Context: an optimization exercise on an open-source flow, tuned for small area and a short achievable clock period. The choices shown serve that exercise and are no tape-out recipe. Where RTL was checked, it was by simulation tests only, not by an equivalence proof against the original.

## rse_compose
module rse_compose (
    input  wire        clk,
    input  wire        rst,
    input  wire        in_valid,
    input  wire [11:0] bg_y,
    input  wire [11:0] bg_cb,
    input  wire [11:0] bg_cr,
    input  wire        l0_cover,
    input  wire [7:0]  l0_alpha,
    input  wire [1:0]  l0_depth,
    input  wire [15:0] l0_y,
    input  wire [15:0] l0_cb,
    input  wire [15:0] l0_cr,
    input  wire        l1_cover,
    input  wire [7:0]  l1_alpha,
    input  wire [1:0]  l1_depth,
    input  wire [15:0] l1_y,
    input  wire [15:0] l1_cb,
    input  wire [15:0] l1_cr,
    input  wire        l2_cover,
    input  wire [7:0]  l2_alpha,
    input  wire [1:0]  l2_depth,
    input  wire [15:0] l2_y,
    input  wire [15:0] l2_cb,
    input  wire [15:0] l2_cr,
    input  wire        l3_cover,
    input  wire [7:0]  l3_alpha,
    input  wire [1:0]  l3_depth,
    input  wire [15:0] l3_y,
    input  wire [15:0] l3_cb,
    input  wire [15:0] l3_cr,
    output reg         out_valid,
    output reg  [11:0] out_y,
    output reg  [11:0] out_cb,
    output reg  [11:0] out_cr
);
Size: ~6600 cells after synthesis, ~310 I/O pins, ~73000 sq um of cells after synthesis.
==> flow/config.mk <==
export PLATFORM = sky130hd
export DESIGN_NAME = rse_compose
export DESIGN_NICKNAME = rse_compose
export VERILOG_FILES = /design/flow/design.v
export SDC_FILE = /design/flow/constraint.sdc
export NUM_CORES = 4
export LEC_CHECK = 0
export CAP_MARGIN = 20
export CORE_MARGIN = 2
export CORE_UTILIZATION = 40
export CTS_CLUSTER_DIAMETER = 100
export CTS_CLUSTER_SIZE = 28
export SLEW_MARGIN = 20
==> flow/constraint.sdc <==
create_clock -name core_clock -period 20.0 [get_ports {clk}]
set_input_delay 4.0000 -clock core_clock [delete_from_list [all_inputs] [get_ports {clk}]]
set_output_delay 4.0000 -clock core_clock [all_outputs]
set_load 0.01 [all_outputs]
standard.sh (not shown) runs the stock make flow with config.mk's settings and CLKGATE_MAP_FILE= SYNTH_SCRIPT=/design/flow/synth_recipe.tcl, a recipe that flattens the netlist after the stock synthesis.
==> flow/flow/run.sh <==
#!/bin/bash
# The standard layout, with plain buffers (not delay cells) on the ports,
# and timing repair aimed at a 5.35 ns cycle (slack 14.65 ns at the 20 ns clock).
set -euo pipefail
export BUFFER_PORTS_ARGS="-buffer_cell sky130_fd_sc_hd__buf_2"
export SETUP_SLACK_MARGIN=14.65
bash standard.sh > make_flow.log 2>&1
Edit:
--- a/flow/design.v
+++ b/flow/design.v
@@ -124,44 +124,45 @@
             numer = cs[39:20] + cs[19:0];
         end
     endfunction
     function [11:0] div255(input [19:0] z);
         reg [12:0] t;
         reg [8:0]  ec;
         begin
             t  = {1'b0, z[19:8]} + {5'd0, z[7:0]};
             ec = {1'b0, t[7:0]} + {4'd0, t[12:8]};
             div255 = z[19:8] + {7'd0, t[12:8]} + {11'd0, ec[8]};
         end
     endfunction
+    reg        v0;
+    reg [35:0] c0;
+    reg [45:0] l0 [0:3];       
+    reg [2:0]  dsel0;          
+    always @(posedge clk) begin
+        v0 <= in_valid & ~rst;
+        c0 <= {bg_y, bg_cb, bg_cr};
+        dsel0 <= {l0_depth == 2'd2, l0_depth == 2'd1, l0_depth == 2'd0 || l0_depth == 2'd3};
+        l0[0] <= {l0_cover ? l0_alpha : 8'd0, l0_depth, l0_y[11:0], l0_cb[11:0], l0_cr[11:0]};
+        l0[1] <= {l1_cover ? l1_alpha : 8'd0, l1_depth, l1_y[11:0], l1_cb[11:0], l1_cr[11:0]};
+        l0[2] <= {l2_cover ? l2_alpha : 8'd0, l2_depth, l2_y[11:0], l2_cb[11:0], l2_cr[11:0]};
+        l0[3] <= {l3_cover ? l3_alpha : 8'd0, l3_depth, l3_y[11:0], l3_cb[11:0], l3_cr[11:0]};
+    end
     function [11:0] widen_sel(input [2:0] sel, input [11:0] raw);
         widen_sel = ({12{sel[2]}} & raw)
                   | ({12{sel[1]}} & {raw[9:0], 2'b00})
                   | ({12{sel[0]}} & {raw[7:0], 4'b0000});
     endfunction
-    reg        v0;
-    reg [35:0] c0;
-    reg [45:0] l0 [0:3];       
-    wire [2:0] dsel0 = {l0_depth == 2'd2, l0_depth == 2'd1, l0_depth == 2'd0 || l0_depth == 2'd3};
-    always @(posedge clk) begin
-        v0 <= in_valid & ~rst;
-        c0 <= {bg_y, bg_cb, bg_cr};
-        l0[0] <= {l0_cover ? l0_alpha : 8'd0, 2'd2, widen_sel(dsel0, l0_y[11:0]),
-                  widen_sel(dsel0, l0_cb[11:0]), widen_sel(dsel0, l0_cr[11:0])};
-        l0[1] <= {l1_cover ? l1_alpha : 8'd0, l1_depth, l1_y[11:0], l1_cb[11:0], l1_cr[11:0]};
-        l0[2] <= {l2_cover ? l2_alpha : 8'd0, l2_depth, l2_y[11:0], l2_cb[11:0], l2_cr[11:0]};
-        l0[3] <= {l3_cover ? l3_alpha : 8'd0, l3_depth, l3_y[11:0], l3_cb[11:0], l3_cr[11:0]};
-    end
     wire [43:0] lw [0:3];
-    assign lw[0] = {l0[0][45:38], l0[0][35:0]};
+    assign lw[0] = {l0[0][45:38], widen_sel(dsel0, l0[0][35:24]),
+                    widen_sel(dsel0, l0[0][23:12]), widen_sel(dsel0, l0[0][11:0])};
     genvar j;
     generate
         for (j = 1; j < 4; j = j + 1) begin : g_widen
             assign lw[j] = {l0[j][45:38], widen(l0[j][37:36], {4'd0, l0[j][35:24]}),
                             widen(l0[j][37:36], {4'd0, l0[j][23:12]}),
                             widen(l0[j][37:36], {4'd0, l0[j][11:0]})};
         end
     endgenerate
     reg        vn [0:3];
     reg [59:0] zn [0:3];
     reg        vd [0:3];
     reg [35:0] od [0:3];
After rerunning: The new run completed without violations; clock skew increases by 0.038 ns; synthesized area decreases by 0.38%; maximum frequency decreases by 0.59%; wire length increases by about 1.8%; die area decreases by 0.38%; via count increases by about 2.5%; critical path depth increases by 2.

== v6 ==
Another version of the RTL of rse_compose (not shown whole).
Size: ~1,200 flip-flops, ~310 I/O pins, roughly 76,000 um^2 of cells after synthesis.
clock: 20.0 ns
lec_check: 0
cap_margin: 20
core_margin: 2
core_utilization: 40
slew_margin: 20
==> flow/flow/run.sh <==
#!/bin/bash
# The standard layout, with plain buffers (not delay cells) on the ports,
# and timing repair aimed at a 5.2 ns cycle (slack 14.8 ns at the 20 ns clock).
set -euo pipefail
export BUFFER_PORTS_ARGS="-buffer_cell sky130_fd_sc_hd__buf_2"
export SETUP_SLACK_MARGIN=14.8
bash standard.sh > make_flow.log 2>&1
The inputs of v7 differ from those of v6 as listed below.
--- a/flow/design.v
+++ b/flow/design.v
@@ -130,82 +130,60 @@
         begin
             t  = {1'b0, z[19:8]} + {5'd0, z[7:0]};
             ec = {1'b0, t[7:0]} + {4'd0, t[12:8]};
             div255 = z[19:8] + {7'd0, t[12:8]} + {11'd0, ec[8]};
         end
     endfunction
     reg        v0;
     reg [35:0] c0;
     reg [43:0] l0 [0:3];       
-    reg [7:0]  na0;            
-    reg [7:0]  ra0;            
-    reg        rc0;            
     always @(posedge clk) begin
         v0 <= in_valid & ~rst;
         c0 <= {bg_y, bg_cb, bg_cr};
-        na0   <= ~(l0_cover ? l0_alpha : 8'd0);
-        ra0   <= l0_alpha;
-        rc0   <= l0_cover;
         l0[0] <= {l0_cover ? l0_alpha : 8'd0,
                   widen(l0_depth, l0_y), widen(l0_depth, l0_cb), widen(l0_depth, l0_cr)};
         l0[1] <= {l1_cover ? l1_alpha : 8'd0,
                   widen(l1_depth, l1_y), widen(l1_depth, l1_cb), widen(l1_depth, l1_cr)};
         l0[2] <= {l2_cover ? l2_alpha : 8'd0,
                   widen(l2_depth, l2_y), widen(l2_depth, l2_cb), widen(l2_depth, l2_cr)};
         l0[3] <= {l3_cover ? l3_alpha : 8'd0,
                   widen(l3_depth, l3_y), widen(l3_depth, l3_cb), widen(l3_depth, l3_cr)};
     end
     reg        vn [0:3];
     reg [59:0] zn [0:3];
     reg        vd [0:3];
     reg [35:0] od [0:3];
     reg [175:0] ln [0:3];
     reg [175:0] ld [0:3];
-    reg [7:0]   xan [0:3];     
-    reg [7:0]   nad [0:3];     
-    reg [7:0]   xad [0:3];     
     wire        vi [0:3];
     wire [35:0] oi [0:3];
     wire [175:0] li [0:3];
     assign vi[0] = v0;
     assign oi[0] = c0;
     assign li[0] = {l0[3], l0[2], l0[1], l0[0]};
     genvar k;
     generate
         for (k = 0; k < 4; k = k + 1) begin : g_layer
             if (k > 0) begin : g_in
                 assign vi[k] = vd[k-1];
                 assign oi[k] = od[k-1];
                 assign li[k] = ld[k-1];
             end
             wire [7:0]  alpha = li[k][44*k+43:44*k+36];
-            wire [7:0]  alpha_cb, alpha_cr;
-            if (k == 0) begin : g_a0
-                assign alpha_cb = ~na0;
-                assign alpha_cr = ra0 & {8{rc0}};
-            end else begin : g_a
-                assign alpha_cb = ~nad[k-1];
-                assign alpha_cr = xad[k-1];
-            end
             wire [35:0] smp   = li[k][44*k+35:44*k];
             always @(posedge clk) begin
                 vn[k] <= vi[k] & ~rst;
                 zn[k] <= {numer(alpha, smp[35:24], oi[k][35:24]),
-                          numer(alpha_cb, smp[23:12], oi[k][23:12]),
-                          numer(alpha_cr, smp[11:0],  oi[k][11:0])};
+                          numer(alpha, smp[23:12], oi[k][23:12]),
+                          numer(alpha, smp[11:0],  oi[k][11:0])};
                 ln[k] <= li[k];
                 vd[k] <= vn[k] & ~rst;
                 od[k] <= {div255(zn[k][59:40]), div255(zn[k][39:20]), div255(zn[k][19:0])};
                 ld[k] <= ln[k];
-                if (k < 3) begin
-                    xan[k] <= ~li[k][44*k+87:44*k+80];
-                    nad[k] <= ~ln[k][44*k+87:44*k+80];
-                    xad[k] <= ~xan[k];
-                end
             end
         end
     endgenerate
     always @(*) begin
         out_valid = vd[3];
         {out_y, out_cb, out_cr} = od[3];
     end
 endmodule
Notes after the runs:
v7: die area lower than v6
Looking at sequential share of cell area, v7 sits 1.7 points lower than v6 does.
Placer congestion estimate: v6 vs v7 — no meaningful difference
v7 ended up with a lower number of clock sinks than v6 did.
Looking at v6 and v7, the number of global-route vias before repair is a wash.
Only the layout flow was run in v6; the RTL was not checked for function there.

what the ideal ports hide:
In the flow no input, the clock included, has a driving cell. The finished layouts below were timed again as built, in two steps.
Step 1, drivers: a clkbuf_16 drives clk and a buf_2 each remaining input, both assumed.
Step 2, shift: input delay + t, output delay - t, t = (earliest + latest rising clock arrival at the registers) / 2. This alone moves slack from input paths to output paths.
Three values: ideal, step 1, step 2; two values: the first two.
run | t (ns) | slack for setup (ns) | hold slack, ns | worst setup path after step 2
the first run of note 1 | 0.801 | 14.758 / 14.728 / 14.445 | 0.309 / 0.309 / 0.309 | input to register
the second run of note 1 | 0.798 | 14.727 / 14.675 / 14.727 | 0.274 / 0.274 / 0.274 | register to register
v6 | 0.853 | 14.789 / 14.709 / 14.253 | 0.316 / 0.316 / 0.316 | input to register
v7 | 0.853 | 14.759 / 14.672 / 14.089 | 0.290 / 0.290 / 0.290 | input to register
After both steps setup and hold are still met in every run listed. The setup slack of v7, which loses most, moves by -0.087 ns with the drivers and by -0.670 ns with both steps.
